Context: an optimization exercise on an open-source flow, tuned for small area and a short achievable clock period. The choices shown serve that exercise and are no tape-out recipe. Only simulation tests tie the RTL to the original design; equivalence was not proved. Power and IR drop assume default switching activity.

## config.mk

```make
export PLATFORM = sky130hd
export DESIGN_NAME = hbm_line_codec
export DESIGN_NICKNAME = hbm_line_codec
export VERILOG_FILES = /design/flow/design.v
export SDC_FILE = /design/flow/constraint.sdc
export NUM_CORES = 4
export LEC_CHECK = 0
export CAP_MARGIN = 20
export CORE_AREA = 4 4 346 346
export DIE_AREA = 0 0 350 350
export SLEW_MARGIN = 20
```

## design.v

```verilog
module hbm_pair_enc (
  input  wire [73:0] x,
  output wire [6:0]  hs,
  output wire        px,
  output wire        pe           
);
  function automatic [6:0] info_pos(input integer j);
    integer p, cnt;
    begin
      info_pos = 7'd0;
      cnt = 0;
      for (p = 3; p <= 91; p = p + 1) begin
        if ((p & (p - 1)) != 0) begin
          if (cnt == j) info_pos = p[6:0];
          cnt = cnt + 1;
        end
      end
    end
  endfunction
  function automatic [73:0] col_mask(input integer b);
    integer j;
    reg [6:0] p;
    begin
      col_mask = 74'd0;
      for (j = 0; j < 74; j = j + 1) begin
        p = info_pos(j);
        col_mask[j] = (p[2:0] == b);
      end
    end
  endfunction
  function automatic [73:0] row_mask(input integer a);
    integer j;
    reg [6:0] p;
    begin
      row_mask = 74'd0;
      for (j = 0; j < 74; j = j + 1) begin
        p = info_pos(j);
        row_mask[j] = (p[6:3] == a);
      end
    end
  endfunction
  wire [7:0]  col;
  wire [10:0] row;
  genvar k;
  generate
    for (k = 0; k < 8; k = k + 1) begin : g_col
      localparam [73:0] CM = col_mask(k);
      assign col[k] = ^(x & CM);
    end
    for (k = 0; k < 11; k = k + 1) begin : g_row
      localparam [73:0] RM = row_mask(k);
      assign row[k] = ^(x & RM);
    end
  endgenerate
  assign hs[0] = col[1] ^ col[3] ^ col[5] ^ col[7];
  assign hs[1] = col[2] ^ col[3] ^ col[6] ^ col[7];
  assign hs[2] = col[4] ^ col[5] ^ col[6] ^ col[7];
  assign hs[3] = row[1] ^ row[3] ^ row[5] ^ row[7] ^ row[9];
  assign hs[4] = row[2] ^ row[3] ^ row[6] ^ row[7] ^ row[10];
  assign hs[5] = row[4] ^ row[5] ^ row[6] ^ row[7];
  assign hs[6] = row[8] ^ row[9] ^ row[10];
  assign px    = ^col;
  assign pe    = col[0] ^ col[3] ^ col[5] ^ col[6]
               ^ row[1] ^ row[2] ^ row[4] ^ row[7] ^ row[8];
endmodule
module hbm_fold_enc (
  input  wire [9:0] f,
  output wire [6:0] hs,
  output wire       px,
  output wire       pe
);
  assign hs[0] = f[1] ^ f[3] ^ f[5] ^ f[7] ^ f[9];
  assign hs[1] = f[0] ^ f[1] ^ f[4] ^ f[5] ^ f[8] ^ f[9];
  assign hs[2] = f[2] ^ f[3] ^ f[4] ^ f[5];
  assign hs[3] = f[6] ^ f[7] ^ f[8] ^ f[9];
  assign hs[4] = ^f;
  assign hs[5] = 1'b0;
  assign hs[6] = ^f;
  assign px    = ^f;
  assign pe    = f[1] ^ f[3] ^ f[4] ^ f[7] ^ f[8];
endmodule
module hbm_pair_dec (
  input  wire [6:0]  hs,          
  input  wire        px,          
  input  wire [6:0]  fhs,         
  input  wire        fpx,         
  input  wire [7:0]  stored,      
  input  wire [1:0]  pois,        
  input  wire [1:0]  wr,          
  input  wire        kill,        
  output wire [6:0]  seff,        
  output wire [1:0]  cpois,       
  output wire        p,           
  output wire        unc,         
  output wire        afault       
);
  wire [6:0] s = hs ^ fhs ^ stored[6:0];
  assign p = px ^ fpx ^ (^stored);
  wire zero   = (s == 7'd0);
  wire big    = s[6] & (s[5] | (s[4] & s[3] & s[2]));                     
  wire foldp  = s[6] & !s[5] & s[4] & (s[3] ? !s[2] : (s[1] | s[2]));     
  assign unc    = p ? big : !zero;
  assign afault = p & foldp;
  wire pow2  = (s[6:0] & (s[6:0] - 7'd1)) == 7'd0;
  wire data  = !pow2 && (s <= 7'd79);
  wire word1 = (s >= 7'd43);
  wire en    = !kill && data && (word1 ? !wr[1] : !wr[0]);
  assign seff = s & {7{en}};
  assign cpois[0] = pois[0] ^ (s == 7'd80);
  assign cpois[1] = pois[1] ^ (s == 7'd81);
endmodule
module hbm_line_codec (
  input  wire         clk,
  input  wire         rst,            
  input  wire         in_valid,
  input  wire         in_write,       
  input  wire [5:0]   in_mask,        
  input  wire [32:0]  in_addr,        
  input  wire [255:0] in_line,        
  input  wire [215:0] in_wdata,       
  output reg          out_valid,
  output reg  [1:0]   out_class,      
  output wire         out_status,     
  output wire [5:0]   out_word_err,   
  output wire [215:0] out_data,       
  output reg          out_wb,         
  output wire [255:0] out_line        
);
  function automatic [6:0] info_pos(input integer j);
    integer p, cnt;
    begin
      info_pos = 7'd0;
      cnt = 0;
      for (p = 3; p <= 91; p = p + 1) begin
        if ((p & (p - 1)) != 0) begin
          if (cnt == j) info_pos = p[6:0];
          cnt = cnt + 1;
        end
      end
    end
  endfunction
  wire [9:0] fold  = in_addr[9:0] ^ in_addr[19:10] ^ in_addr[29:20] ^ {7'd0, in_addr[32:30]};
  wire [9:0] fdiff = fold ^ in_line[255:246];
  wire [4:0] a1, a2;
  genvar i, j;
  generate
    for (i = 0; i < 5; i = i + 1) begin : g_fd
      assign a1[i] = fdiff[2*i] | fdiff[2*i + 1];
      assign a2[i] = fdiff[2*i] & fdiff[2*i + 1];
    end
  endgenerate
  wire b1 = a1[0] | a1[1];
  wire b2 = a2[0] | a2[1] | (a1[0] & a1[1]);
  wire c1 = a1[2] | a1[3] | a1[4];
  wire c2 = a2[2] | a2[3] | a2[4] | (a1[2] & a1[3]) | (a1[4] & (a1[2] | a1[3]));
  wire fd2 = b2 | c2 | (b1 & c1);
  wire fd1 = (b1 | c1) & !fd2;
  wire [6:0] fhs;
  wire       fpx, fpe;
  hbm_fold_enc u_fenc (.f(fold), .hs(fhs), .px(fpx), .pe(fpe));
  wire       wr [0:5];
  generate
    for (i = 0; i < 6; i = i + 1) begin : g_wr
      assign wr[i] = in_write & in_mask[i];
    end
  endgenerate
  wire [6:0] seff [0:2];
  wire [5:0] cpois;
  wire [2:0] pp, unc, afault;
  wire       bad;
  generate
    for (i = 0; i < 3; i = i + 1) begin : g_dec
      wire [6:0] hs;
      wire       px, pe;
      hbm_pair_enc u_enc (
        .x  ({in_line[216 + 10*i + 9 : 216 + 10*i + 8], in_line[72*i + 71 : 72*i]}),
        .hs (hs),
        .px (px),
        .pe (pe)
      );
      hbm_pair_dec u_dec (
        .hs     (hs),
        .px     (px),
        .fhs    (fhs),
        .fpx    (fpx),
        .stored (in_line[216 + 10*i + 7 : 216 + 10*i]),
        .pois   (in_line[216 + 10*i + 9 : 216 + 10*i + 8]),
        .wr     ({wr[2*i + 1], wr[2*i]}),
        .kill   (bad),
        .seff   (seff[i]),
        .cpois  (cpois[2*i + 1 : 2*i]),
        .p      (pp[i]),
        .unc    (unc[i]),
        .afault (afault[i])
      );
    end
  endgenerate
  wire any_addr   = (|afault) | fd2;
  wire any_uncorr = |unc;
  wire any_corr   = (|pp) | fd1;
  wire full_write = in_write & (&in_mask);
  assign bad      = any_addr | any_uncorr;
  wire [1:0] line_class = full_write ? 2'd0 :
                          any_addr   ? 2'd3 :
                          any_uncorr ? 2'd2 :
                          any_corr   ? 2'd1 : 2'd0;
  reg [215:0] new_data;
  reg [5:0]   new_pois;
  integer w;
  always @* begin
    for (w = 0; w < 6; w = w + 1) begin
      new_data[36*w +: 36] = wr[w] ? in_wdata[36*w +: 36] : in_line[36*w +: 36];
      new_pois[w]          = !wr[w] & (bad | cpois[w]);
    end
  end
  reg [215:0] r_data;
  reg [5:0]   r_pois;
  reg [9:0]   r_fold;
  reg [6:0]   r_seff [0:2];
  always @(posedge clk) begin
    if (rst) out_valid <= 1'b0;
    else     out_valid <= in_valid;
    out_class <= line_class;
    out_wb    <= in_write | (line_class == 2'd1);
    r_data    <= new_data;
    r_pois    <= new_pois;
    r_fold    <= fold;
    r_seff[0] <= seff[0];
    r_seff[1] <= seff[1];
    r_seff[2] <= seff[2];
  end
  wire [6:0] rfhs;
  wire       rfpx, rfpe;
  hbm_fold_enc u_rfenc (.f(r_fold), .hs(rfhs), .px(rfpx), .pe(rfpe));
  wire [215:0] data;
  wire [7:0]   check [0:2];
  generate
    for (i = 0; i < 3; i = i + 1) begin : g_enc
      wire [6:0] hs;
      wire       px, pe;
      hbm_pair_enc u_enc (
        .x  ({r_pois[2*i + 1 : 2*i], r_data[72*i + 71 : 72*i]}),
        .hs (hs),
        .px (px),
        .pe (pe)
      );
      wire [6:0] s = r_seff[i];
      wire [7:0]  lo;
      wire [15:0] hi;
      for (j = 0; j < 8; j = j + 1) begin : g_lo
        assign lo[j] = (s[2:0] == j);
      end
      for (j = 0; j < 16; j = j + 1) begin : g_hi
        assign hi[j] = (s[6:3] == j);
      end
      for (j = 0; j < 72; j = j + 1) begin : g_fix
        localparam [6:0] POS = info_pos(j);
        assign data[72*i + j] = r_data[72*i + j] ^ (lo[POS[2:0]] & hi[POS[6:3]]);
      end
      wire seven = (s != 7'd0) & !(^s);
      assign check[i][6:0] = hs ^ rfhs ^ s;
      assign check[i][7]   = pe ^ rfpe ^ seven;
    end
  endgenerate
  assign out_line = {r_fold,
                     r_pois[5:4], check[2],
                     r_pois[3:2], check[1],
                     r_pois[1:0], check[0],
                     data};
  assign out_data     = data;
  assign out_word_err = r_pois;
  assign out_status   = out_class[1];
endmodule
```

## constraint.sdc

```tcl
create_clock -name core_clock -period 10.0 [get_ports {clk}]
set_input_delay 2.0000 -clock core_clock [delete_from_list [all_inputs] [get_ports {clk}]]
set_output_delay 2.0000 -clock core_clock [all_outputs]
set_load 0.01 [all_outputs]
```

## run.sh

```bash
#!/bin/bash
# synth_recipe.tcl (not shown) runs the flow's synth.tcl, then flattens the netlist and writes it again
# the make line also repeats each setting of config.mk as NAME=value (left out here)
make -C /OpenROAD-flow-scripts/flow DESIGN_CONFIG=/design/flow/config.mk WORK_HOME=/design/flow/orfs CLKGATE_MAP_FILE= SYNTH_SCRIPT=/design/flow/synth_recipe.tcl finish
```

==> impl_metrics.env, run 1 <==
export IMPL_synth_seq_cells=257
export IMPL_powerDensity_nw_per_um2=289
export IMPL_cp_top_family="XOR/XNOR gates"
export IMPL_cts_htree_levels=2
export IMPL_p_leak_uw=0.0127
export IMPL_die_w_microns=350
export IMPL_slew_headroom_pct=28.4
export IMPL_cts_resized=0
export IMPL_numCtsBuffers=38
export IMPL_gp_congestion=0.963
export IMPL_synthXorXnorAreaFrac_pct=49.3
export IMPL_path_class="input pin to flop"
export IMPL_timing_max_cap_violations=0
export IMPL_seq_area_sq_um=5140
export IMPL_path_cells="clkdlybuf4s50_1 > xnor2_1 > xnor3_2 > xnor2_2 > xnor3_2 > xnor2_1 > or3_1 > a21oi_1 > a22o_1 > o211ai_4 > buf_8 > o31a_1"
export IMPL_cp_end_kind="flop"
export IMPL_cts_root_buf="clkbuf_16"
export IMPL_slowest_delay_ns=0.66
export IMPL_grt_ovfl_total=0
export IMPL_start_util_pct=21.1
export IMPL_seq_area_frac_synth_pct=21.0
export IMPL_drv_slew=0
export IMPL_path_buf_inv=2
export IMPL_syn_area_per_cell_sq_um=9.63
export IMPL_area_delta_synth_final_pct=46.6
export IMPL_core_sq_um=116000
export IMPL_synthTopCellsByCount="xnor2_1 (953), dfxtp_1 (257), buf_4 (229)"
export IMPL_drc=0
export IMPL_fp_dieH_microns=350
export IMPL_synth_edf_count=0
export IMPL_yosys_top_cells_area="xnor2_1 (34%), dfxtp_1 (21%), mux2_2 (9.9%), xor2_1 (8.0%), buf_4 (7.0%)"
export IMPL_grt_start_max_net_pins=40
export IMPL_synthAdderAreaFrac_pct=1.12
export IMPL_dieArea_sq_um=123000
export IMPL_critPathRequiredTime_ns=10.46
export IMPL_postCtsHoldBufs=0
export IMPL_fin_cells=4875
export IMPL_drtIter0Drc=1672
export IMPL_yosysMostFrequentCell="xnor2_1"
export IMPL_post_route_period_util_pct=60.2
export IMPL_synth_cell_types=72
export IMPL_cts_repair_timing_setup_buffer_count=0
export IMPL_crit_fanout=18
export IMPL_ios=998
export IMPL_finalSetupViolations=0
export IMPL_rsz0062_at_grt="no"
export IMPL_dp_cells=4798
export IMPL_antenna_found_initial=29
export IMPL_nNetsFinal=3847
export IMPL_place_hpwl_microns=125000
export IMPL_clk_pin_slew_worst_paths_ns=0.06
export IMPL_synth_top_family_by_area="XOR/XNOR gates"
export IMPL_synth_top_flop_cell="dfxtp_1"
export IMPL_fin_hold_ws_ns=1.97
export IMPL_yosysTopAreaCellShare_pct=34.0
export IMPL_synth_area_sq_um=24500
export IMPL_swShare_pct=46.5
export IMPL_power_frac_clock_pct=13.7
export IMPL_fp_row_count=125
export IMPL_grt_use_total_pct=22.2
export IMPL_multi_input_area_sq_um=17400
export IMPL_cts_sinks=257
export IMPL_worstHoldPathType="input pin to flop"
export IMPL_irDropWorstVdd_v=0.000211
export IMPL_final_antenna_net_count=0
export IMPL_worst_pin_slew_ns=1.07
export IMPL_drt_wl_total_microns=143000
export IMPL_wl_per_cell_microns=29.4
export IMPL_synth_area_leader_cell="xnor2_1"
export IMPL_synth_compound_area_share_pct=2.03
export IMPL_p_comb_share_pct=74.3
export IMPL_drive_above_1_share_pct=11.1
export IMPL_min_period_ns=6.02
export IMPL_outcome="complete, no violations"
export IMPL_final_setup_tns_ns=0
export IMPL_synth_nets=3079
export IMPL_n_fill_cell=12200
export IMPL_worstPathArrival_ns=6.48
export IMPL_slowest_stage="xnor3_2"
export IMPL_synthMuxAreaShare_pct=10.0
export IMPL_cts_tree="built"
export IMPL_clock_path_buffers=3
export IMPL_grt_pass1_wl_microns=186000
export IMPL_p_sw_uw=4830
export IMPL_synthSimpleGateAreaFrac_pct=8.21
export IMPL_seq_power_share_pct=12.0
export IMPL_routed_via_density=4.27
export IMPL_max_freq_mhz=166
export IMPL_async_flop_share_pct=0
export IMPL_hold_violations=0
export IMPL_p_int_uw=5560
export IMPL_syn_instance_count=2546
export IMPL_port_buffer_count=997
export IMPL_firstDrtPassIters=8
export IMPL_startpoint_type="input pin"
export IMPL_first_global_vias=21400
export IMPL_synth_warnings=3
export IMPL_vias=20800
==> state kept, by name (all words and copies together) (netlist names) <==
register	cells
out_wb	1
out_class	2
r_fold	10
r_pois	6
r_data	216
r_seff	21
out_valid	1
==> routing by layer <==
layer  up-vias  share of wire (%)  global-route usage, %
met4        12                2.4                   5.48
li1       9501                  -                      -
met5         -              0.055                      0
met3       130                6.7                   4.38
met2       934                 47                   36.9
met1     10200                 44                   29.5
==> cells in the final DEF (no fill, tap or decap), types with 30 or more instances in the layout <==
| master | count |
|---|---|
| clkdlybuf4s50_1 | 997 |
| xnor2_1 | 946 |
| dfxtp_1 | 257 |
| xor2_1 | 225 |
| mux2_2 | 216 |
| nor2_1 | 156 |
| nand2_1 | 132 |
| xnor3_1 | 46 |
| clkbuf_16 | 39 |
| inv_1 | 30 |
==> final timing paths <==
path | from | to | slack [ns] | depth (start not counted)
worst min-delay path | rst | out_valid | 1.97 | 2
worst max-delay path | in_addr[22] | r_pois[1] | 3.98 | 12
==> power groups by stage <==
stage / Combinational [uW] / Clock (uW) / Sequential, uW
3_5_place_dp: 7810 / 0 / 1270
2_1_floorplan: 4940 / 0 / 1210
5_1_grt: 8170 / 1490 / 1260
6_report: 7720 / 1420 / 1250
4_1_cts: 7840 / 1460 / 1250
3_3_place_gp: 7780 / 0 / 1270
==> kinds of logic after synthesis <==
group,count (synthesis)
AO/OA/AOI/OAI,60
flip-flops,257
buffers and inverters,313
multiplexers,218
adder cells (fa/ha/maj),23
XOR/XNOR,1257
AND/OR/NAND/NOR,418
==> stage by stage <==
stage	cell area [sq um]	worst slack [ns]	power, uW	utilization, %
finish	36000	3.98	10400	30.9
CTS	35900	3.73	10600	30.9
global route	35900	3.79	10900	30.9
detailed placement	34700	3.37	9080	29.8
global placement	34600	3.16	9050	29.8
floorplan	24500	4.88	6150	-
==> final cells by class <==
type	count	share of cell area, %
Multi-Input combinational cell	1976	48.4
Antenna cell	10	0.0696
Inverter	30	0.313
Clock inverter	20	0.633
Clock buffer	47	2.88
Timing Repair Buffer	1011	28.1
Tap cell	1524	5.30
Sequential cell	257	14.3
==> run 2: changes to the inputs <==
==> flow/run.sh (new file) <==
#!/bin/bash
# Layout flow: the standard flow, with the smallest buffer on the ports.
# Each ORFS step writes its full log under orfs/logs/; make's own output goes
# to standard.log.
set -euo pipefail
bash standard.sh BUFFER_PORTS_ARGS="-buffer_cell sky130_fd_sc_hd__buf_1" finish > standard.log 2>&1
==> standard.sh (new file) <==
#!/bin/bash
# synth_recipe.tcl (not shown) runs the flow's synth.tcl, then flattens the netlist and writes it again
# the make line also repeats each setting of config.mk as NAME=value (left out here)
make -C /OpenROAD-flow-scripts/flow DESIGN_CONFIG=/design/flow/config.mk WORK_HOME=/design/flow/orfs CLKGATE_MAP_FILE= SYNTH_SCRIPT=/design/flow/synth_recipe.tcl "${@:-finish}"
removed: run.sh
==> run 2 against run 1 <==
Net effect: synthesized cell count stayed put; sequential cell count stayed put; area after synthesis stayed put; cell count is 0.16% higher; utilization is 5.3 points lower; power is 7.0% lower; count of clock-buffer cells in the layout is 3 higher; critical path depth is 3 lower; sequential power hardly changed.
==> impl_metrics.env, run 2 <==
export IMPL_outcome="complete, no violations"
export IMPL_use_met2_pct=35.0
export IMPL_drc=0
export IMPL_critPathRequiredTime_ns=8.00
export IMPL_gp_congestion=1.01
export IMPL_p_leak_uw=0.00999
export IMPL_nNetsFinal=3850
export IMPL_cts_sinks=257
export IMPL_synth_seq_cells=257
export IMPL_final_setup_tns_ns=0
export IMPL_top_regs="r_data x216, r_seff x21, r_fold x10"
export IMPL_wl_per_cell_microns=28.7
export IMPL_path_class="flop to primary output"
export IMPL_dieArea_sq_um=123000
export IMPL_start_util_pct=21.1
export IMPL_hp_start="rst"
export IMPL_grt_start_max_net_pins=41
export IMPL_place_hpwl_microns=122000
export IMPL_area_delta_synth_final_pct=21.5
export IMPL_synth_top_flop_cell="dfxtp_1"
export IMPL_max_freq_mhz=175
export IMPL_grt_ovfl_total=0
export IMPL_fp_row_count=125
export IMPL_synth_area_leader_cell="xnor2_1"
export IMPL_cts_htree_levels=2
export IMPL_worstPathArrival_ns=3.71
export IMPL_grt_pass1_wl_microns=180000
export IMPL_syn_area_per_cell_sq_um=9.63
export IMPL_startpoint_type="flop"
export IMPL_mostFrequentLayoutCells="buf_1 (997), xnor2_1 (946), dfxtp_1 (257)"
export IMPL_top_register="r_data"
export IMPL_drt_wl_total_microns=140000
export IMPL_yosys_top_cells_area="xnor2_1 (34%), dfxtp_1 (21%), mux2_2 (9.9%), xor2_1 (8.0%), buf_4 (7.0%)"
export IMPL_drive_above_1_share_pct=11.1
export IMPL_cts_root_buf="clkbuf_16"
export IMPL_post_dp_cell_area_sq_um=28500
export IMPL_synth_edf_count=0
export IMPL_synth_cell_types=72
export IMPL_final_antenna_net_count=0
export IMPL_port_buffer_count=997
export IMPL_synthTopCellsByCount="xnor2_1 (953), dfxtp_1 (257), buf_4 (229)"
export IMPL_irDropWorstVdd_v=0.000330
export IMPL_postCtsHoldBufs=0
export IMPL_worst_pin_slew_ns=1.07
export IMPL_numCtsBuffers=39
export IMPL_final_common_cell="buf_1"
export IMPL_fp_dieH_microns=350
export IMPL_gr_usage_met1_pct=28.5
export IMPL_grt_util_met3_pct=5.44
export IMPL_first_global_vias=20700
export IMPL_yosysMostFrequentCell="xnor2_1"
export IMPL_antenna_found_initial=38
export IMPL_vias=21300
export IMPL_ios=998
export IMPL_hold_violations=0
export IMPL_drv_slew=0
export IMPL_async_flop_share_pct=0
export IMPL_synth_area_sq_um=24500
export IMPL_power_uw=9670
export IMPL_crit_fanout=4
export IMPL_cts_resized=0
export IMPL_firstDrtPassIters=5
export IMPL_routed_via_density=4.37
export IMPL_slew_headroom_pct=28.4
export IMPL_cp_end_kind="primary output"
export IMPL_powerDensity_nw_per_um2=324
export IMPL_seq_area_frac_synth_pct=21.0
export IMPL_min_period_ns=5.71
export IMPL_clock_path_buffers=3
export IMPL_grt_use_total_pct=21.6
export IMPL_worstSetupStartpoint="r_fold[8]"
export IMPL_core_sq_um=116000
export IMPL_synth_nets=3079
export IMPL_fin_area_sq_um=29800
export IMPL_syn_instance_count=2546
export IMPL_worstHoldPathType="input pin to flop"
export IMPL_timing_max_cap_violations=0
export IMPL_cts_repair_timing_setup_buffer_count=0
export IMPL_die_w_microns=350
export IMPL_rsz0062_at_grt="no"
export IMPL_synth_warnings=3
export IMPL_clk_pin_slew_worst_paths_ns=0.06
export IMPL_drtIter0Drc=1772
export IMPL_finalSetupViolations=0
export IMPL_yosysTopAreaCellShare_pct=34.0
export IMPL_largest_reg_flops=216
export IMPL_cts_tree="built"
export IMPL_post_route_period_util_pct=57.1
export IMPL_grt_busiest_layer="met2"
==> run 2: cell counts after synthesis <==
No cell type changed its count.
==> run 2: worst paths after layout <==
check | end | slack [ns] | depth (start not counted)
setup / recovery | out_line[230] | 4.29 | 9
hold / removal | out_valid | 1.60 | 2
==> run 2: routing by layer <==
| metal | up-vias | part of all wire, % |
|---|---|---|
| met3 | 184 | 8.7 |
| met2 | 1043 | 46 |
| met1 | 10600 | 43 |
| li1 | 9518 | - |
| met5 | - | 0.12 |
| met4 | 26 | 2.8 |
==> run 2: final cells by class <==
type	count	area [sq um]
Sequential cell	257	5140
Clock inverter	20	243
Timing Repair Buffer	1013	3900
Fill cell	12700	86400
Multi-Input combinational cell	1976	17400
Tap cell	1524	1910
Clock buffer	50	1070
Inverter	30	113
Antenna cell	13	32.5
==> run 2: through the flow <==
stage | std cells | hold slack, ns | setup slack (ns) | util [%]
4_1_cts | 4870 | 1.53 | 3.96 | 25.6
3_3_place_gp | 4798 | 2.16 | 3.29 | 24.4
3_5_place_dp | 4800 | 2.17 | 3.57 | 24.5
6_report | 4883 | 1.60 | 4.29 | 25.6
2_1_floorplan | 2546 | 2.07 | 4.88 | -
5_1_grt | 4873 | 1.56 | 3.90 | 25.6
==> run 2: power breakdown <==
part	switching, uW	total, uW	leakage [uW]	internal [uW]
Combinational	4100	6960	0.00720	2860
Sequential	147	1250	0.00216	1110
Clock	597	1460	0.000628	864
==> run 2: logic make-up after synthesis <==
logic type	synth area share, %
AO/OA/AOI/OAI	2.03
XOR/XNOR	49.3
adder cells (fa/ha/maj)	1.12
buffers and inverters	8.41
flip-flops	21.0
multiplexers	10.0
AND/OR/NAND/NOR	8.21
==> run 2: worst max-delay path: stages, from the launching register on <==
cell and delay [ns]:
dfxtp_1 0.43, xor2_1 0.41, xnor2_2 0.16, buf_4 0.28
xnor2_1 0.16, xnor2_2 0.71, xnor2_1 0.31, xnor2_1 0.26
xnor2_1 0.17, buf_1 0.22
==> run 3: changes to the inputs <==
--- a/config.mk
+++ b/config.mk
@@ -8,4 +8,5 @@
 export CAP_MARGIN = 20
 export CORE_AREA = 4 4 346 346
 export DIE_AREA = 0 0 350 350
+export SETUP_SLACK_MARGIN = 5
 export SLEW_MARGIN = 20
==> run 3 against run 2 <==
Net effect: combinational power is 21% higher; critical path type unchanged; via count is 1.8% higher; utilization is 1.6 points higher; largest power group unchanged; final area is 6.4% higher; worst hold slack worse by 0.025 ns; clock power hardly changed; highest routed layer unchanged; critical endpoint is now out_data[12].
==> impl_metrics.env, run 3 <==
export IMPL_outcome="complete, no violations"
export IMPL_post_dp_cell_area_sq_um=28600
export IMPL_final_antenna_net_count=0
export IMPL_worst_hold_path_num_cells=2
export IMPL_synth_warnings=3
export IMPL_worstPathArrival_ns=3.02
export IMPL_path_cells="inv_1 > ha_1 > nor2b_1 > nand2_1 > xnor2_1 > buf_1"
export IMPL_cp_end_kind="primary output"
export IMPL_rsz0062_at_grt="yes"
export IMPL_synth_top_flop_cell="dfxtp_1"
export IMPL_synth_edf_count=0
export IMPL_grt_pass1_wl_microns=186000
export IMPL_cts_tree="built"
export IMPL_powerDensity_nw_per_um2=352
export IMPL_first_global_vias=21300
export IMPL_cts_htree_levels=2
export IMPL_syn_instance_count=2546
export IMPL_path_class="flop to primary output"
export IMPL_syn_area_per_cell_sq_um=9.63
export IMPL_seq_area_frac_synth_pct=21.0
export IMPL_area_delta_synth_final_pct=29.2
export IMPL_vias=21700
export IMPL_top_register="r_data"
export IMPL_post_route_period_util_pct=50.2
export IMPL_cts_root_buf="clkbuf_16"
export IMPL_die_w_microns=350
export IMPL_synth_seq_cells=257
export IMPL_port_buffer_count=997
export IMPL_min_period_ns=5.02
export IMPL_largest_reg_flops=216
export IMPL_grt_use_total_pct=22.3
export IMPL_worstHoldPathType="input pin to flop"
export IMPL_drive_above_1_share_pct=18.2
export IMPL_start_util_pct=21.1
export IMPL_drc=0
export IMPL_nNetsFinal=3921
export IMPL_dieArea_sq_um=123000
export IMPL_synthTopCellsByCount="xnor2_1 (953), dfxtp_1 (257), buf_4 (229)"
export IMPL_fp_dieH_microns=350
export IMPL_slowest_delay_ns=0.73
export IMPL_final_setup_tns_ns=0
export IMPL_drv_slew=0
export IMPL_grt_start_max_net_pins=39
export IMPL_numCtsBuffers=38
export IMPL_core_sq_um=116000
export IMPL_routed_via_density=4.38
export IMPL_firstDrtPassIters=5
export IMPL_synth_area_leader_cell="xnor2_1"
export IMPL_irDropWorstVdd_v=0.000191
export IMPL_mostFrequentLayoutCells="buf_1 (979), xnor2_1 (866), dfxtp_1 (224)"
export IMPL_crit_fanout=9
export IMPL_timing_max_cap_violations=0
export IMPL_ios=998
export IMPL_gp_congestion=0.980
export IMPL_clk_pin_slew_worst_paths_ns=0.06
export IMPL_yosysTopAreaCellShare_pct=34.0
export IMPL_hold_violations=0
export IMPL_dp_cells=4806
export IMPL_setup_ws_ns=4.98
export IMPL_synth_area_sq_um=24500
export IMPL_async_flop_share_pct=0
export IMPL_yosys_top_cells_area="xnor2_1 (34%), dfxtp_1 (21%), mux2_2 (9.9%), xor2_1 (8.0%), buf_4 (7.0%)"
export IMPL_final_common_cell="buf_1"
export IMPL_grt_ovfl_total=0
export IMPL_fin_area_sq_um=31700
export IMPL_synth_nets=3079
export IMPL_fin_cells=4958
export IMPL_drtIter0Drc=1921
export IMPL_postCtsHoldBufs=0
export IMPL_fin_util_pct=27.3
export IMPL_cts_sinks=257
export IMPL_p_leak_uw=0.0110
export IMPL_place_hpwl_microns=126000
export IMPL_worst_pin_slew_ns=1.01
export IMPL_synth_cell_types=72
export IMPL_finalSetupViolations=0
export IMPL_slew_headroom_pct=32.7
export IMPL_antenna_found_initial=44
export IMPL_pre_cts_ws_ns=3.70
export IMPL_clock_path_buffers=3
export IMPL_slowest_stage="nor2b_1"
export IMPL_fp_row_count=125
export IMPL_drt_wl_total_microns=145000
export IMPL_top_regs="r_data x216, r_seff x21, r_fold x10"
export IMPL_startpoint_type="flop"
export IMPL_yosysMostFrequentCell="xnor2_1"
export IMPL_max_freq_mhz=199
export IMPL_wl_per_cell_microns=29.2
export IMPL_critPathRequiredTime_ns=8.00
run 3: cell counts after synthesis:
Identical to the previous run, type by type.
run 3: path summary, 6_finish.rpt:
check / from / end / slack, ns
setup / recovery: r_seff[0][0] / out_data[12] / 4.98
hold / removal: rst / out_valid / 1.58
run 3: final cells by class:
cell class                      instances  area, sq um
Fill cell                           12600        84500
Multi-Input combinational cell       1976        18400
Sequential cell                       257         5220
Timing Repair Buffer                 1085         4640
Tap cell                             1524         1910
Clock buffer                           46         1040
Clock inverter                         21          283
Inverter                               30          124
Antenna cell                           19         47.5
run 3: worst max-delay path, delay by kind of cell (launching register included):
| family | cells | cell delay, ns |
|---|---|---|
| AND/OR/NAND/NOR | 2 | 0.88 |
| adder cells (fa/ha/maj) | 1 | 0.18 |
| flip-flops | 1 | 0.36 |
| buffers and inverters | 2 | 0.36 |
| XOR/XNOR | 1 | 0.64 |
run 3: layer usage:
metal	global-route usage [%]	vias up	wire [microns]
met5	0	-	218
met4	6.77	30	4670
met3	6.00	193	12900
met2	36.6	1168	67000
met1	28.7	10600	60000
li1	-	9682	-
run 3: kinds of logic (layout without fill, tap and decap cells):
family | Yosys count | after routing | synth area share (%)
AOI/OAI and AO/OA | 60 | 60 | 2.03
xor gates and xnor gates | 1257 | 1257 | 49.3
adders and majority gates | 23 | 23 | 1.12
buffers and inverters | 313 | 1182 | 8.41
DFF | 257 | 257 | 21.0
muxes | 218 | 218 | 10.0
other | 0 | 19 | 0
and+or+nand+nor | 418 | 418 | 8.21
run 3: where the power goes:
part           internal, uW  switching, uW
Combinational          3820           4580
Clock                   881            607
Sequential             1100            159
run 3: repair_timing:
item	in CTS	in global routing
hold endpoints to repair	0	0
setup endpoints to repair	122	50
pin swaps	54	30
setup buffers	39	27
resized for setup	142	81
run 3: through the flow:
step / hold WS (ns) / power (uW)
3_3_place_gp: 2.16 / 8330
4_1_cts: 1.50 / 10700
6_report: 1.58 / 11200
5_1_grt: 1.53 / 11700
3_5_place_dp: 2.16 / 8460
2_1_floorplan: 2.07 / 6180
==> run 4: changes to the inputs <==
--- a/design.v
+++ b/design.v
@@ -78,6 +78,26 @@
   assign hs[6] = ^f;
   assign px    = ^f;
   assign pe    = f[1] ^ f[3] ^ f[4] ^ f[7] ^ f[8];
+endmodule
+module hbm_addr_enc (
+  input  wire [32:0] l,
+  output wire [6:0]  hs,
+  output wire        pe
+);
+  function automatic [32:0] lmask(input [9:0] fm);
+    integer i;
+    begin
+      for (i = 0; i < 33; i = i + 1) lmask[i] = fm[i % 10];
+    end
+  endfunction
+  assign hs[0] = ^(l & lmask(10'b1010101010));
+  assign hs[1] = ^(l & lmask(10'b1100110011));
+  assign hs[2] = ^(l & lmask(10'b0000111100));
+  assign hs[3] = ^(l & lmask(10'b1111000000));
+  assign hs[4] = ^l;
+  assign hs[5] = 1'b0;
+  assign hs[6] = ^l;
+  assign pe    = ^(l & lmask(10'b0110011010));
 endmodule
 module hbm_pair_dec (
   input  wire [6:0]  hs,          
@@ -156,8 +176,9 @@
   wire fd2 = b2 | c2 | (b1 & c1);
   wire fd1 = (b1 | c1) & !fd2;
   wire [6:0] fhs;
-  wire       fpx, fpe;
-  hbm_fold_enc u_fenc (.f(fold), .hs(fhs), .px(fpx), .pe(fpe));
+  wire       fpe;
+  hbm_addr_enc u_aenc (.l(in_addr), .hs(fhs), .pe(fpe));
+  wire       fpx = fhs[4];    
   wire       wr [0:5];
   generate
     for (i = 0; i < 6; i = i + 1) begin : g_wr
@@ -217,6 +238,8 @@
   reg [5:0]   r_pois;
   reg [9:0]   r_fold;
   reg [6:0]   r_seff [0:2];
+  reg [6:0]   r_fhs;
+  reg         r_fpe;
   always @(posedge clk) begin
     if (rst) out_valid <= 1'b0;
     else     out_valid <= in_valid;
@@ -225,13 +248,12 @@
     r_data    <= new_data;
     r_pois    <= new_pois;
     r_fold    <= fold;
+    r_fhs     <= fhs;
+    r_fpe     <= fpe;
     r_seff[0] <= seff[0];
     r_seff[1] <= seff[1];
     r_seff[2] <= seff[2];
   end
-  wire [6:0] rfhs;
-  wire       rfpx, rfpe;
-  hbm_fold_enc u_rfenc (.f(r_fold), .hs(rfhs), .px(rfpx), .pe(rfpe));
   wire [215:0] data;
   wire [7:0]   check [0:2];
   generate
@@ -258,8 +280,8 @@
         assign data[72*i + j] = r_data[72*i + j] ^ (lo[POS[2:0]] & hi[POS[6:3]]);
       end
       wire seven = (s != 7'd0) & !(^s);
-      assign check[i][6:0] = hs ^ rfhs ^ s;
-      assign check[i][7]   = pe ^ rfpe ^ seven;
+      assign check[i][6:0] = hs ^ r_fhs ^ s;
+      assign check[i][7]   = pe ^ r_fpe ^ seven;
     end
   endgenerate
   assign out_line = {r_fold,
--- a/config.mk
+++ b/config.mk
@@ -8,5 +8,4 @@
 export CAP_MARGIN = 20
 export CORE_AREA = 4 4 346 346
 export DIE_AREA = 0 0 350 350
-export SETUP_SLACK_MARGIN = 5
 export SLEW_MARGIN = 20
==> run 4 against run 3 <==
Net effect: still clean on timing, DRC and antenna; global-route usage decreased by 1.6 points; fmax decreased by 12%; utilization decreased by 2.0 points; via count decreased by 3.8%; worst hold slack got worse by 0.0017 ns; cell count decreased by 1.7%; critical endpoint is now r_seff[1][1].
==> impl_metrics.env, run 4 <==
export IMPL_die_w_microns=350
export IMPL_top_regs="r_data x216, r_seff x21, r_fold x10"
export IMPL_grt_pass1_wl_microns=174000
export IMPL_synth_warnings=3
export IMPL_synth_top_flop_cell="dfxtp_1"
export IMPL_numCtsBuffers=39
export IMPL_crit_fanout=22
export IMPL_clock_path_buffers=3
export IMPL_path_class="input pin to flop"
export IMPL_area_delta_synth_final_pct=21.6
export IMPL_powerDensity_nw_per_um2=301
export IMPL_rsz0062_at_grt="no"
export IMPL_final_setup_tns_ns=0
export IMPL_finalSetupViolations=0
export IMPL_fp_dieH_microns=350
export IMPL_synth_cell_types=57
export IMPL_first_global_vias=20700
export IMPL_drive_above_1_share_pct=10.1
export IMPL_drc=0
export IMPL_cts_tree="built"
export IMPL_drv_slew=0
export IMPL_final_antenna_net_count=0
export IMPL_final_common_cell="buf_1"
export IMPL_irDropWorstVdd_v=0.000229
export IMPL_post_route_period_util_pct=57.3
export IMPL_slew_headroom_pct=23.7
export IMPL_start_util_pct=20.8
export IMPL_worstPathArrival_ns=6.21
export IMPL_postCtsHoldBufs=0
export IMPL_seq_area_frac_synth_pct=21.8
export IMPL_max_freq_mhz=174
export IMPL_top_register="r_data"
export IMPL_gp_congestion=0.964
export IMPL_cts_root_buf="clkbuf_16"
export IMPL_crit_path_frequent_cell="xnor2_2"
export IMPL_hp_start="rst"
export IMPL_ios=998
export IMPL_drt_wl_total_microns=134000
export IMPL_synth_edf_count=0
export IMPL_n_fill_cell=12700
export IMPL_p_leak_uw=0.00992
export IMPL_slowest_stage="xnor3_1"
export IMPL_cts_repair_timing_setup_buffer_count=0
export IMPL_syn_area_per_cell_sq_um=9.53
export IMPL_core_sq_um=116000
export IMPL_worst_hold_path_num_cells=2
export IMPL_yosysTopAreaCellShare_pct=33.6
export IMPL_fp_row_count=125
export IMPL_cts_htree_levels=2
export IMPL_mostFrequentLayoutCells="buf_1 (997), xnor2_1 (927), dfxtp_1 (263)"
export IMPL_nNetsFinal=3838
export IMPL_min_to="out_valid"
export IMPL_yosysMostFrequentCell="xnor2_1"
export IMPL_cts_sinks=263
export IMPL_place_hpwl_microns=117000
export IMPL_synth_area_sq_um=24200
export IMPL_outcome="complete, no violations"
export IMPL_largest_reg_flops=216
export IMPL_grt_start_max_net_pins=40
export IMPL_grt_use_total_pct=20.8
export IMPL_drtIter0Drc=1626
export IMPL_async_flop_share_pct=0
export IMPL_firstDrtPassIters=5
export IMPL_yosys_top_cells_area="xnor2_1 (34%), dfxtp_1 (22%), mux2_2 (10%), xor2_1 (8.9%), buf_4 (7.1%)"
export IMPL_worstHoldPathType="input pin to flop"
export IMPL_vias=20900
export IMPL_synth_area_leader_cell="xnor2_1"
export IMPL_worst_pin_slew_ns=1.14
export IMPL_synth_nets=3068
export IMPL_fin_hold_ws_ns=1.58
export IMPL_critPathRequiredTime_ns=10.48
export IMPL_grt_ovfl_total=0
export IMPL_min_period_ns=5.73
export IMPL_antenna_found_initial=30
export IMPL_synthTopCellsByCount="xnor2_1 (927), dfxtp_1 (263), xor2_1 (246)"
export IMPL_path_cells="buf_1 > xnor2_2 > xnor3_2 > xor3_2 > xnor2_4 > xnor3_1 > xnor2_2 > nand3_1 > o22ai_1 > a311oi_4 > nand3_4 > nor4b_1"
export IMPL_slowest_delay_ns=0.56
export IMPL_clk_pin_slew_worst_paths_ns=0.06
export IMPL_cp_end_kind="flop"
export IMPL_synth_seq_cells=263
export IMPL_dieArea_sq_um=123000
export IMPL_syn_instance_count=2535
export IMPL_hold_violations=0
export IMPL_timing_max_cap_violations=0
export IMPL_startpoint_type="input pin"
export IMPL_cts_resized=0
export IMPL_routed_via_density=4.28
export IMPL_port_buffer_count=997
export IMPL_wl_per_cell_microns=27.5
[run 4: worst max path at each step]
stage / startpoint / end / slack (ns) / depth (start not counted)
final: in_addr[21] / r_seff[1][1] / 4.27 / 12
after global routing: in_addr[29] / r_seff[1][1] / 3.95 / 12
after CTS: in_addr[29] / r_seff[1][1] / 4.17 / 12
after detailed placement: in_addr[29] / r_seff[1][1] / 3.55 / 12
after global placement: in_addr[29] / r_seff[1][1] / 3.69 / 12
after floorplan: in_addr[5] / r_pois[1] / 4.60 / 12
[run 4: routing by layer]
| metal | up-vias | part of all wire (%) | GRT usage (%) | wire length [microns] |
|---|---|---|---|---|
| met1 | 10200 | 43 | 27.1 | 57900 |
| met4 | 16 | 3.3 | 6.62 | 4410 |
| li1 | 9438 | - | - | - |
| met3 | 190 | 7.5 | 4.97 | 10100 |
| met2 | 1004 | 46 | 33.8 | 61800 |
| met5 | - | 0.078 | 0 | 105 |
[run 4: layout make-up]
cell class	count	area [sq um]	area share (%)
multi-input cells	1962	16900	57.4
flip-flops and latches	263	5270	17.9
repair buffers	1009	3830	13.0
well taps	1524	1910	6.49
clock buffers	53	1120	3.82
clock inverters	15	216	0.737
inverters	30	113	0.383
diodes	18	45.0	0.153
[run 4: stage by stage]
| step | util [%] | std cells | cell area (sq um) | setup slack [ns] | total power, uW |
|---|---|---|---|---|---|
| 2_1_floorplan | - | 2535 | 24200 | 4.60 | 5490 |
| 3_3_place_gp | 24.1 | 4788 | 28000 | 3.69 | 7400 |
| 3_5_place_dp | 24.1 | 4788 | 28000 | 3.55 | 7410 |
| 4_1_cts | 25.2 | 4856 | 29300 | 4.17 | 8970 |
| 5_1_grt | 25.2 | 4861 | 29300 | 3.95 | 9360 |
| 6_report | 25.3 | 4874 | 29400 | 4.27 | 8850 |
[run 4: report_power, final]
group / switching (uW) / internal [uW] / total, uW
Sequential: 185 / 1140 / 1330
Combinational: 3600 / 2430 / 6020
Clock: 590 / 913 / 1500
[run 4: worst max-delay path: cells and delay by family]
kind	cells	cell delay, ns
and+or+nand+nor	3	1.03
xor gates and xnor gates	6	2.51
buffers and inverters	1	0.10
AOI/OAI and AO/OA	2	0.56
[run 4: logic make-up after synthesis]
| group | synth area share (%) |
|---|---|
| XOR/XNOR | 48.7 |
| AND/OR/NAND/NOR | 7.90 |
| buffers and inverters | 8.42 |
| flip-flops | 21.8 |
| multiplexers | 10.4 |
| AO/OA/AOI/OAI | 1.66 |
| adder cells (fa/ha/maj) | 1.14 |
==> run 5: changes to the inputs <==
--- a/design.v
+++ b/design.v
@@ -108,13 +108,14 @@
   input  wire [1:0]  pois,        
   input  wire [1:0]  wr,          
   input  wire        kill,        
-  output wire [6:0]  seff,        
+  output wire [6:0]  s,           
+  output wire        en,          
   output wire [1:0]  cpois,       
   output wire        p,           
   output wire        unc,         
   output wire        afault       
 );
-  wire [6:0] s = hs ^ fhs ^ stored[6:0];
+  assign s = hs ^ fhs ^ stored[6:0];
   assign p = px ^ fpx ^ (^stored);
   wire zero   = (s == 7'd0);
   wire big    = s[6] & (s[5] | (s[4] & s[3] & s[2]));                     
@@ -124,8 +125,7 @@
   wire pow2  = (s[6:0] & (s[6:0] - 7'd1)) == 7'd0;
   wire data  = !pow2 && (s <= 7'd79);
   wire word1 = (s >= 7'd43);
-  wire en    = !kill && data && (word1 ? !wr[1] : !wr[0]);
-  assign seff = s & {7{en}};
+  assign en = !kill && data && (word1 ? !wr[1] : !wr[0]);
   assign cpois[0] = pois[0] ^ (s == 7'd80);
   assign cpois[1] = pois[1] ^ (s == 7'd81);
 endmodule
@@ -185,7 +185,8 @@
       assign wr[i] = in_write & in_mask[i];
     end
   endgenerate
-  wire [6:0] seff [0:2];
+  wire [6:0] syn [0:2];
+  wire [2:0] en;
   wire [5:0] cpois;
   wire [2:0] pp, unc, afault;
   wire       bad;
@@ -208,7 +209,8 @@
         .pois   (in_line[216 + 10*i + 9 : 216 + 10*i + 8]),
         .wr     ({wr[2*i + 1], wr[2*i]}),
         .kill   (bad),
-        .seff   (seff[i]),
+        .s      (syn[i]),
+        .en     (en[i]),
         .cpois  (cpois[2*i + 1 : 2*i]),
         .p      (pp[i]),
         .unc    (unc[i]),
@@ -234,10 +236,12 @@
       new_pois[w]          = !wr[w] & (bad | cpois[w]);
     end
   end
-  reg [215:0] r_data;
+  reg [215:0] r_ndata;    
+  wire [215:0] r_data = ~r_ndata;
   reg [5:0]   r_pois;
   reg [9:0]   r_fold;
-  reg [6:0]   r_seff [0:2];
+  reg [6:0]   r_syn [0:2];
+  reg [2:0]   r_en;
   reg [6:0]   r_fhs;
   reg         r_fpe;
   always @(posedge clk) begin
@@ -245,14 +249,15 @@
     else     out_valid <= in_valid;
     out_class <= line_class;
     out_wb    <= in_write | (line_class == 2'd1);
-    r_data    <= new_data;
+    r_ndata   <= ~new_data;
     r_pois    <= new_pois;
     r_fold    <= fold;
     r_fhs     <= fhs;
     r_fpe     <= fpe;
-    r_seff[0] <= seff[0];
-    r_seff[1] <= seff[1];
-    r_seff[2] <= seff[2];
+    r_syn[0]  <= syn[0];
+    r_syn[1]  <= syn[1];
+    r_syn[2]  <= syn[2];
+    r_en      <= en;
   end
   wire [215:0] data;
   wire [7:0]   check [0:2];
@@ -266,11 +271,12 @@
         .px (px),
         .pe (pe)
       );
-      wire [6:0] s = r_seff[i];
+      wire [6:0] s = r_syn[i];
+      wire       e = r_en[i];
       wire [7:0]  lo;
       wire [15:0] hi;
       for (j = 0; j < 8; j = j + 1) begin : g_lo
-        assign lo[j] = (s[2:0] == j);
+        assign lo[j] = e & (s[2:0] == j);
       end
       for (j = 0; j < 16; j = j + 1) begin : g_hi
         assign hi[j] = (s[6:3] == j);
@@ -279,8 +285,8 @@
         localparam [6:0] POS = info_pos(j);
         assign data[72*i + j] = r_data[72*i + j] ^ (lo[POS[2:0]] & hi[POS[6:3]]);
       end
-      wire seven = (s != 7'd0) & !(^s);
-      assign check[i][6:0] = hs ^ r_fhs ^ s;
+      wire seven = e & !(^s);
+      assign check[i][6:0] = hs ^ r_fhs ^ (s & {7{e}});
       assign check[i][7]   = pe ^ r_fpe ^ seven;
     end
   endgenerate
--- a/config.mk
+++ b/config.mk
@@ -7,5 +7,8 @@
 export LEC_CHECK = 0
 export CAP_MARGIN = 20
 export CORE_AREA = 4 4 346 346
+export CTS_BUF_LIST = sky130_fd_sc_hd__clkbuf_8
+export CTS_CLUSTER_SIZE = 24
 export DIE_AREA = 0 0 350 350
+export SETUP_SLACK_MARGIN = 5
 export SLEW_MARGIN = 20
==> run 5 against run 4 <==
Net effect: power increased by 7.2%; still clean on timing, DRC and antenna; via count about the same; largest cell class unchanged; clock power down 9%; synthesized cell count shrank 0.71%; sequential share of layout area is 0.17 points higher; combinational power rose by 9.0%; routed wire length is 9.2% higher; cell count increased by 0.68%.
==> impl_metrics.env, run 5 <==
export IMPL_outcome="complete, no violations"
export IMPL_worst_pin_slew_ns=1.14
export IMPL_cp_end_kind="flop"
export IMPL_finalSetupViolations=0
export IMPL_place_hpwl_microns=130000
export IMPL_drt_wl_total_microns=147000
export IMPL_vias=20900
export IMPL_synthTopCellsByCount="xnor2_1 (859), xor2_1 (328), dfxtp_1 (266)"
export IMPL_clk_pin_slew_worst_paths_ns=0.07
export IMPL_min_period_ns=5.07
export IMPL_startpoint_type="input pin"
export IMPL_cts_sinks=266
export IMPL_firstDrtPassIters=5
export IMPL_gp_congestion=0.973
export IMPL_syn_area_per_cell_sq_um=9.36
export IMPL_drive_above_1_share_pct=8.54
export IMPL_wl_per_cell_microns=29.9
export IMPL_post_route_period_util_pct=50.7
export IMPL_syn_instance_count=2517
export IMPL_ios=998
export IMPL_path_cells="buf_1 > xnor2_1 > xnor2_1 > xnor2_1 > xnor3_1 > xor2_1 > or3_1 > nand2_1 > o32a_1 > o211ai_2 > nor2_4 > a31o_1"
export IMPL_final_setup_tns_ns=0
export IMPL_slowest_stage="xor2_1"
export IMPL_max_freq_mhz=197
export IMPL_synth_nets=3044
export IMPL_async_flop_share_pct=0
export IMPL_drv_slew=0
export IMPL_drtIter0Drc=1595
export IMPL_final_antenna_net_count=0
export IMPL_first_global_vias=20800
export IMPL_port_buffer_count=997
export IMPL_core_sq_um=116000
export IMPL_cp_top_family="XOR/XNOR gates"
export IMPL_final_common_cell="buf_1"
export IMPL_dieArea_sq_um=123000
export IMPL_nNetsFinal=3853
export IMPL_fin_area_sq_um=29700
export IMPL_grt_use_total_pct=22.7
export IMPL_rsz0062_at_grt="yes"
export IMPL_drc=0
export IMPL_worst_hold_path_num_cells=2
export IMPL_slowest_delay_ns=0.73
export IMPL_grt_pass1_wl_microns=187000
export IMPL_area_delta_synth_final_pct=26.2
export IMPL_synth_top_flop_cell="dfxtp_1"
export IMPL_top_regs="r_ndata x216, r_syn x21, r_fold x10"
export IMPL_synth_seq_cells=266
export IMPL_grt_ovfl_total=0
export IMPL_timing_max_cap_violations=0
export IMPL_p_leak_uw=0.0109
export IMPL_path_class="input pin to flop"
export IMPL_fp_row_count=125
export IMPL_hp_start="in_wdata[203]"
export IMPL_hold_violations=0
export IMPL_clock_path_buffers=3
export IMPL_grt_start_max_net_pins=40
export IMPL_min_to="r_ndata[203]"
export IMPL_yosysTopAreaCellShare_pct=32.0
export IMPL_yosysMostFrequentCell="xnor2_1"
export IMPL_power_uw=9490
export IMPL_synth_cell_types=57
export IMPL_worstHoldPathType="input pin to flop"
export IMPL_postCtsHoldBufs=0
export IMPL_routed_via_density=4.26
export IMPL_critPathRequiredTime_ns=10.61
export IMPL_die_w_microns=350
export IMPL_n_fill_cell=12800
export IMPL_top_register="r_ndata"
export IMPL_synth_edf_count=0
export IMPL_start_util_pct=20.3
export IMPL_synth_warnings=3
export IMPL_cts_htree_levels=2
export IMPL_antenna_found_initial=42
export IMPL_cts_tree="built"
export IMPL_irDropWorstVdd_v=0.000210
export IMPL_synth_area_leader_cell="xnor2_1"
export IMPL_yosys_top_cells_area="xnor2_1 (32%), dfxtp_1 (23%), xor2_1 (12%), mux2i_1 (9.4%), buf_4 (7.1%)"
export IMPL_mostFrequentLayoutCells="buf_1 (995), xnor2_1 (809), xor2_1 (314)"
export IMPL_numCtsBuffers=55
export IMPL_fin_hold_ws_ns=1.44
export IMPL_cts_root_buf="clkbuf_8"
export IMPL_crit_fanout=6
export IMPL_path_buf_inv=1
export IMPL_largest_reg_flops=216
export IMPL_post_dp_cell_area_sq_um=27500
export IMPL_synth_area_sq_um=23500
export IMPL_powerDensity_nw_per_um2=320
export IMPL_seq_area_frac_synth_pct=22.6
export IMPL_crit_path_frequent_cell="xnor2_1"
export IMPL_slew_headroom_pct=21.6
export IMPL_worstPathArrival_ns=5.67
export IMPL_fp_dieH_microns=350
[run 5: cell types whose count changed after synthesis, moves of 11 or more]
cell     delta
nand3_1    -12
mux2_2    -216
nand2_1   +106
nor2_1    -107
xor2_1     +82
nand4_1    -13
mux2i_1   +215
nor2b_1    -11
xnor2_1    -68
[run 5: how the worst max path moves through the flow]
stage | from | to | slack [ns] | depth (start not counted)
after global routing | r_ndata[128] | out_line[233] | 4.96 | 8
final | in_line[110] | out_wb | 4.93 | 12
after CTS | r_en[1] | out_line[85] | 4.91 | 5
after global placement | in_addr[8] | out_class[1] | 3.50 | 12
after floorplan | in_addr[21] | r_en[1] | 5.02 | 11
after detailed placement | in_addr[21] | r_en[1] | 3.60 | 12
[run 5: final cells by class]
cell class / instances / area, sq um / area share [%]
clock inverters: 35 / 347 / 1.17
inverters: 39 / 146 / 0.493
clock buffers: 67 / 922 / 3.10
flip-flops and latches: 266 / 5380 / 18.1
diodes: 12 / 30.0 / 0.101
repair buffers: 1033 / 4090 / 13.8
multi-input cells: 1931 / 16900 / 56.9
well taps: 1524 / 1910 / 6.42
[run 5: repair_timing]
action,CTS,global route
pin swaps,10,10
setup buffers,9,8
setup endpoints to repair,192,69
cloned,0,1
resized for setup,94,49
[run 5: logic make-up (layout without fill, tap and decap cells)]
kind of cell / after synthesis / after routing / synth area share [%]
xor gates and xnor gates: 1247 / 1247 / 49.7
and+or+nand+nor: 396 / 397 / 7.38
buffers and inverters: 321 / 1174 / 8.67
DFF: 266 / 266 / 22.6
muxes: 223 / 223 / 9.50
AOI/OAI and AO/OA: 50 / 50 / 1.40
adders and majority gates: 14 / 14 / 0.723
other: 0 / 12 / 0
[run 5: per-stage QoR]
stage / util, % / instances / worst slack (ns)
after floorplan: - / 2517 / 5.02
after global placement: 23.7 / 4775 / 3.50
after detailed placement: 23.7 / 4775 / 3.60
after CTS: 25.3 / 4886 / 4.91
after global routing: 25.6 / 4899 / 4.96
final: 25.6 / 4907 / 4.93
[run 5: per-layer routing]
| layer | global-route usage (%) | routed length [microns] | vias to the layer above |
|---|---|---|---|
| li1 | - | - | 9394 |
| met1 | 29.7 | 63200 | 10200 |
| met2 | 36.1 | 65900 | 1045 |
| met3 | 6.23 | 12400 | 207 |
| met4 | 7.28 | 4970 | 34 |
| met5 | 0 | 248 | - |
[run 5: power by group]
| group | total, uW | leakage, uW | switching, uW | internal [uW] |
|---|---|---|---|---|
| clock network | 1360 | 0.000686 | 610 | 753 |
| registers | 1570 | 0.00224 | 333 | 1240 |
| logic | 6560 | 0.00799 | 3840 | 2720 |
| total | 9490 | 0.0109 | 4780 | 4710 |
==> run 6: changes to the inputs <==
--- a/config.mk
+++ b/config.mk
@@ -7,8 +7,6 @@
 export LEC_CHECK = 0
 export CAP_MARGIN = 20
 export CORE_AREA = 4 4 346 346
-export CTS_BUF_LIST = sky130_fd_sc_hd__clkbuf_8
-export CTS_CLUSTER_SIZE = 24
 export DIE_AREA = 0 0 350 350
 export SETUP_SLACK_MARGIN = 5
 export SLEW_MARGIN = 20
==> run 6 against run 5 <==
Net effect: via count about the same; die area unchanged; fmax increased by 1.0%; critical path depth unchanged; final area about the same; first-iteration DRC count increased by 12%; worst hold slack improved by 0.11 ns; critical endpoint is now r_pois[4]; count of clock-buffer cells in the layout decreased by 18.
==> impl_metrics.env, run 6 <==
export IMPL_cts_htree_levels=2
export IMPL_nNetsFinal=3840
export IMPL_p_leak_uw=0.0109
export IMPL_drt_wl_total_microns=147000
export IMPL_grt_start_max_net_pins=40
export IMPL_crit_fanout=6
export IMPL_yosysMostFrequentCell="xnor2_1"
export IMPL_firstDrtPassIters=7
export IMPL_fin_area_sq_um=29700
export IMPL_p_comb_share_pct=68.3
export IMPL_drc=0
export IMPL_grt_use_total_pct=22.7
export IMPL_synth_top_flop_cell="dfxtp_1"
export IMPL_path_buf_inv=1
export IMPL_irDropWorstVdd_v=0.000195
export IMPL_min_period_ns=5.01
export IMPL_yosysTopAreaCellShare_pct=32.0
export IMPL_swShare_pct=49.7
export IMPL_final_antenna_net_count=0
export IMPL_place_hpwl_microns=130000
export IMPL_mostFrequentLayoutCells="buf_1 (990), xnor2_1 (819), xor2_1 (314)"
export IMPL_synth_edf_count=0
export IMPL_seq_area_frac_synth_pct=22.6
export IMPL_fp_row_count=125
export IMPL_fp_dieH_microns=350
export IMPL_path_class="input pin to flop"
export IMPL_drtIter0Drc=1786
export IMPL_final_common_cell="buf_1"
export IMPL_cts_tree="built"
export IMPL_worstHoldPathType="input pin to flop"
export IMPL_n_fill_cell=12700
export IMPL_top_regs="r_ndata x216, r_syn x21, r_fold x10"
export IMPL_antenna_found_initial=38
export IMPL_wl_per_cell_microns=30.1
export IMPL_synth_seq_cells=266
export IMPL_vias=20900
export IMPL_ios=998
export IMPL_first_global_vias=20600
export IMPL_syn_instance_count=2517
export IMPL_slowest_delay_ns=0.58
export IMPL_synthTopCellsByCount="xnor2_1 (859), xor2_1 (328), dfxtp_1 (266)"
export IMPL_area_delta_synth_final_pct=26.3
export IMPL_grt_ovfl_total=0
export IMPL_start_util_pct=20.3
export IMPL_cp_top_family="XOR/XNOR gates"
export IMPL_synth_cell_types=57
export IMPL_postCtsHoldBufs=0
export IMPL_rsz0062_at_grt="yes"
export IMPL_drive_above_1_share_pct=7.00
export IMPL_final_setup_tns_ns=0
export IMPL_power_frac_clock_pct=15.5
export IMPL_powerDensity_nw_per_um2=324
export IMPL_worst_pin_slew_ns=1.07
export IMPL_hold_violations=0
export IMPL_die_w_microns=350
export IMPL_critPathRequiredTime_ns=10.48
export IMPL_slew_headroom_pct=27.8
export IMPL_yosys_top_cells_area="xnor2_1 (32%), dfxtp_1 (23%), xor2_1 (12%), mux2i_1 (9.4%), buf_4 (7.1%)"
export IMPL_synth_area_leader_cell="xnor2_1"
export IMPL_dieArea_sq_um=123000
export IMPL_post_dp_cell_area_sq_um=27500
export IMPL_path_cells="buf_1 > xnor2_1 > xnor3_1 > xnor2_1 > xnor2_2 > xnor3_1 > nor3_4 > and3b_1 > a2bb2oi_1 > nand4_2 > nor2_4 > a21boi_1"
export IMPL_outcome="complete, no violations"
export IMPL_drv_slew=0
export IMPL_syn_area_per_cell_sq_um=9.36
export IMPL_cts_root_buf="clkbuf_16"
export IMPL_post_route_period_util_pct=50.1
export IMPL_async_flop_share_pct=0
export IMPL_top_register="r_ndata"
export IMPL_p_sw_uw=4790
export IMPL_grt_pass1_wl_microns=187000
export IMPL_routed_via_density=4.28
export IMPL_cts_sinks=266
export IMPL_timing_max_cap_violations=0
export IMPL_finalSetupViolations=0
export IMPL_core_sq_um=116000
export IMPL_worstPathArrival_ns=5.49
export IMPL_p_int_uw=4840
export IMPL_slowest_stage="xnor3_1"
export IMPL_seq_power_share_pct=16.1
export IMPL_clock_path_buffers=3
export IMPL_synth_area_sq_um=23500
export IMPL_synth_warnings=3
export IMPL_largest_reg_flops=216
export IMPL_startpoint_type="input pin"
export IMPL_max_freq_mhz=199
export IMPL_port_buffer_count=997
export IMPL_clk_pin_slew_worst_paths_ns=0.06
export IMPL_synth_nets=3044
export IMPL_cp_end_kind="flop"
export IMPL_numCtsBuffers=38
export IMPL_gp_congestion=0.973
-- run 6: cell types whose count changed in the layout (fill, tap and decap cells not counted), moves of 10 or more --
cell       change
xnor2_2       -11
inv_1         -10
xnor2_1       +10
clkbuf_16     +38
dfxtp_1       +20
clkbuf_8      -64
dfxtp_2       -17
-- run 6: power groups by stage --
stage,clock (uW),combinational [uW],sequential [uW]
5_1_grt,1580,6950,1570
2_1_floorplan,0,4090,1380
4_1_cts,1540,6480,1550
6_report,1500,6580,1550
3_3_place_gp,0,6150,1570
3_5_place_dp,0,6170,1570
-- run 6: worst paths after layout --
path                startpoint          end  slack, ns  cells after the start
setup / recovery  in_line[161]    r_pois[4]       4.99                     12
hold / removal    in_wdata[69]  r_ndata[69]       1.56                      2
-- run 6: timing repair --
| action | in CTS | in global routing |
|---|---|---|
| cloned | 1 | 0 |
| endpoints found under the setup margin | 101 | 58 |
| buffers inserted | 12 | 9 |
| pin swaps | 10 | 12 |
| resized for setup | 61 | 51 |
-- run 6: cell type report --
type	count	area (sq um)	share of cell area, %
diodes	12	30.0	0.101
clock buffers	49	1020	3.44
clock inverters	19	318	1.07
inverters	39	146	0.492
multi-input cells	1931	16800	56.6
flip-flops and latches	266	5350	18.0
well taps	1524	1910	6.41
repair buffers	1037	4140	13.9
-- run 6: cells by family (layout without fill, tap and decap cells) --
family | after synthesis | count (layout) | synth area share (%)
compound gates | 50 | 50 | 1.40
xor+xnor | 1247 | 1247 | 49.7
fa+ha+maj | 14 | 14 | 0.723
buf+inv | 321 | 1144 | 8.67
flops | 266 | 266 | 22.6
mux | 223 | 223 | 9.50
other cells | 0 | 12 | 0
simple gates | 396 | 397 | 7.38
-- run 6: stage by stage --
| stage | instances | hold WS, ns | setup WS (ns) | power, uW | utilization (%) |
|---|---|---|---|---|---|
| floorplan | 2517 | 2.07 | 5.02 | 5460 | - |
| global placement | 4775 | 2.16 | 3.50 | 7720 | 23.7 |
| detailed placement | 4775 | 2.16 | 3.60 | 7740 | 23.7 |
| CTS | 4856 | 1.49 | 4.93 | 9570 | 25.3 |
| global route | 4868 | 1.52 | 4.89 | 10100 | 25.6 |
| finish | 4877 | 1.56 | 4.99 | 9630 | 25.6 |
-- run 6: per-layer routing --
metal	wire length [microns]	global-route usage, %
met1	63600	30.1
met4	5080	6.89
met5	189	0
met3	11800	5.81
met2	66000	36.3
==> run 7: changes to the inputs <==
==> flow/run.sh (replaced) <==
#!/bin/bash
# Layout flow: the standard flow, with the smallest buffer on the ports,
# the pins one routing track apart, a lighter clock tree, and timing repair
# aimed at a setup slack of 5.3 ns.
# Each ORFS step writes its full log under orfs/logs/; make's own output goes
# to standard.log.
set -euo pipefail
bash standard.sh BUFFER_PORTS_ARGS="-buffer_cell sky130_fd_sc_hd__buf_1" \
  SETUP_SLACK_MARGIN=5.3 PLACE_PINS_ARGS="-min_distance 1 -min_distance_in_tracks" \
  CTS_ARGS="-sink_clustering_enable -repair_clock_nets -dont_use_dummy_load -buf_list {sky130_fd_sc_hd__clkbuf_8} -sink_clustering_size 16 -sink_clustering_max_diameter 60" \
  finish > standard.log 2>&1
--- a/config.mk
+++ b/config.mk
@@ -6,7 +6,7 @@
 export NUM_CORES = 4
 export LEC_CHECK = 0
 export CAP_MARGIN = 20
-export CORE_AREA = 4 4 346 346
-export DIE_AREA = 0 0 350 350
+export CORE_AREA = 4 4 246 246
+export DIE_AREA = 0 0 250 250
 export SETUP_SLACK_MARGIN = 5
 export SLEW_MARGIN = 20
==> run 7 against run 6 <==
Net effect: combinational power hardly changed; synthesized cell count unchanged; critical endpoint is now r_pois[0]; sequential share of layout area increased by 0.99 points; area after synthesis unchanged.
==> impl_metrics.env, run 7 <==
export IMPL_final_setup_tns_ns=0
export IMPL_firstDrtPassIters=5
export IMPL_vias=20000
export IMPL_worstPathArrival_ns=5.16
export IMPL_drtIter0Drc=1382
export IMPL_critPathRequiredTime_ns=10.44
export IMPL_antenna_found_initial=41
export IMPL_grt_use_total_pct=29.0
export IMPL_grt_ovfl_total=0
export IMPL_worst_pin_slew_ns=0.938
export IMPL_top_register="r_ndata"
export IMPL_irDropWorstVdd_v=0.000462
export IMPL_numCtsBuffers=34
export IMPL_worstSetupStartpoint="in_line[56]"
export IMPL_fin_util_pct=48.9
export IMPL_grt_start_max_net_pins=41
export IMPL_dp_cells=4006
export IMPL_place_hpwl_microns=83300
export IMPL_fin_area_sq_um=28300
export IMPL_fin_cells=4121
export IMPL_drv_slew=0
export IMPL_p_leak_uw=0.0106
export IMPL_die_w_microns=250
export IMPL_area_delta_synth_final_pct=20.1
export IMPL_routed_via_density=4.85
export IMPL_path_cells="buf_1 > xnor2_1 > xnor2_1 > xnor2_2 > xnor2_1 > xnor3_2 > or4_4 > nor2b_4 > a2bb2oi_4 > nand4_4 > nor2_4 > a21boi_1"
export IMPL_first_global_vias=20000
export IMPL_grt_pass1_wl_microns=134000
export IMPL_cp_end_kind="flop"
export IMPL_gp_congestion=1.03
export IMPL_ios=998
export IMPL_cts_tree="built"
export IMPL_port_buffer_count=997
export IMPL_syn_area_per_cell_sq_um=9.36
export IMPL_synthTopCellsByCount="xnor2_1 (859), xor2_1 (328), dfxtp_1 (266)"
export IMPL_clock_path_buffers=3
export IMPL_drc=0
export IMPL_final_common_cell="buf_1"
export IMPL_largest_reg_flops=216
export IMPL_drt_wl_total_microns=97200
export IMPL_post_dp_cell_area_sq_um=26500
export IMPL_p_sw_uw=4210
export IMPL_seq_area_frac_synth_pct=22.6
export IMPL_nNetsFinal=3843
export IMPL_yosysTopAreaCellShare_pct=32.0
export IMPL_p_int_uw=4640
export IMPL_max_freq_mhz=212
export IMPL_fp_row_count=88
export IMPL_cts_root_buf="clkbuf_8"
export IMPL_final_antenna_net_count=0
export IMPL_cts_htree_levels=2
export IMPL_core_sq_um=57800
export IMPL_synth_area_leader_cell="xnor2_1"
export IMPL_crit_fanout=6
export IMPL_hold_violations=0
export IMPL_p_comb_share_pct=74.5
export IMPL_mostFrequentLayoutCells="buf_1 (987), xnor2_1 (796), xor2_1 (324)"
export IMPL_syn_instance_count=2517
export IMPL_synth_area_sq_um=23500
export IMPL_start_util_pct=40.7
export IMPL_crit_path_end="r_pois[0]"
export IMPL_startpoint_type="input pin"
export IMPL_synth_cell_types=57
export IMPL_synth_warnings=3
export IMPL_top_regs="r_ndata x216, r_syn x21, r_fold x10"
export IMPL_power_frac_clock_pct=8.1
export IMPL_slowest_stage="or4_4"
export IMPL_path_class="input pin to flop"
export IMPL_slowest_delay_ns=0.57
export IMPL_rsz0062_at_grt="yes"
export IMPL_outcome="complete, no violations"
[run 7: cells by family after synthesis]
kind of cell	after synthesis	synth area share, %
compound gates	50	1.40
buf+inv	321	8.67
xor+xnor	1247	49.7
flops	266	22.6
simple gates	396	7.38
mux	223	9.50
fa+ha+maj	14	0.723
[run 7: worst min-delay path by stage]
stage | from | to | cells after the start
after floorplan | rst | out_valid | 1
after global placement | rst | out_valid | 2
after detailed placement | rst | out_valid | 2
after CTS | rst | out_valid | 2
after global routing | in_wdata[101] | r_ndata[101] | 2
final | rst | out_valid | 2
[run 7: per-layer routing]
metal / vias to the layer above / GRT usage (%) / routed length [microns] / part of all wire [%]
li1: 9357 / - / - / -
met1: 9197 / 36.9 / 38900 / 40
met2: 1165 / 46.0 / 43700 / 45
met3: 278 / 5.08 / 8190 / 8.4
met4: 4 / 17.3 / 6350 / 6.5
met5: - / 0 / 27 / 0.028
[run 7: critical path, delay by kind of cell]
kind	cells	cell delay [ns]
AOI/OAI and AO/OA	2	0.27
xor gates and xnor gates	5	1.54
buffers and inverters	1	0.22
and+or+nand+nor	4	1.14
[run 7: area by class of cell]
cell class / count / area (sq um)
inverter: 39 / 146
timing repair buffer: 1044 / 4160
fill: 5713 / 29500
tap: 765 / 957
sequential: 266 / 5360
multi-input combinational: 1931 / 17100
clock buffer: 34 / 468
antenna: 42 / 105
[run 7: what timing repair did]
item | in CTS | in global routing
gates resized for setup | 63 | 99
setup buffers | 4 | 34
hold buffers | 0 | 0
endpoints found under the setup margin | 155 | 149
endpoints found under the hold margin | 0 | 0
cloned | 1 | 0
pin swaps | 7 | 36
[run 7: stage by stage]
step	worst slack, ns	hold slack (ns)	power [uW]
after floorplan	5.18	2.07	5510
after global placement	4.33	2.16	7010
after detailed placement	4.40	2.16	7020
after CTS	5.24	1.50	7970
after global routing	5.20	1.54	9330
final	5.28	1.55	8860
[run 7: power groups by stage]
stage	Combinational (uW)	Sequential, uW	Clock, uW
floorplan	4130	1380	0
global placement	5490	1520	0
detailed placement	5500	1520	0
CTS	5710	1520	740
global route	7000	1560	769
finish	6600	1540	716

==> port drivers added, routing unchanged <==
The flow's constraints put no driver on any port. The routed layouts listed below were extracted and timed again, unchanged, in two steps.
Step 1: set_driving_cell puts a clkbuf_16 on clk and a buf_2 on each other input, an assumption about the parent block.
Step 2 times the ports against the registers' clock, not the clock port: input delays grow and output delays shrink by t, the midpoint of the rising clock arrivals with the driver on.
Slacks: no drivers / after step 1 / after step 2; pairs: no drivers / after step 1.
run | t (ns) | setup WS [ns]
run 1 | 0.637 | 3.984 / 3.987 / 3.373
run 2 | 0.642 | 4.289 / 4.223 / 3.681
run 3 | 0.650 | 4.977 / 4.904 / 4.254
run 4 | 0.645 | 4.268 / 4.303 / 3.659
run 5 | 0.767 | 4.933 / 4.974 / 4.207
run 6 | 0.660 | 4.986 / 5.009 / 4.349
run 7 | 0.630 | 5.278 / 5.306 / 4.676
After both steps every run listed still meets setup and hold.
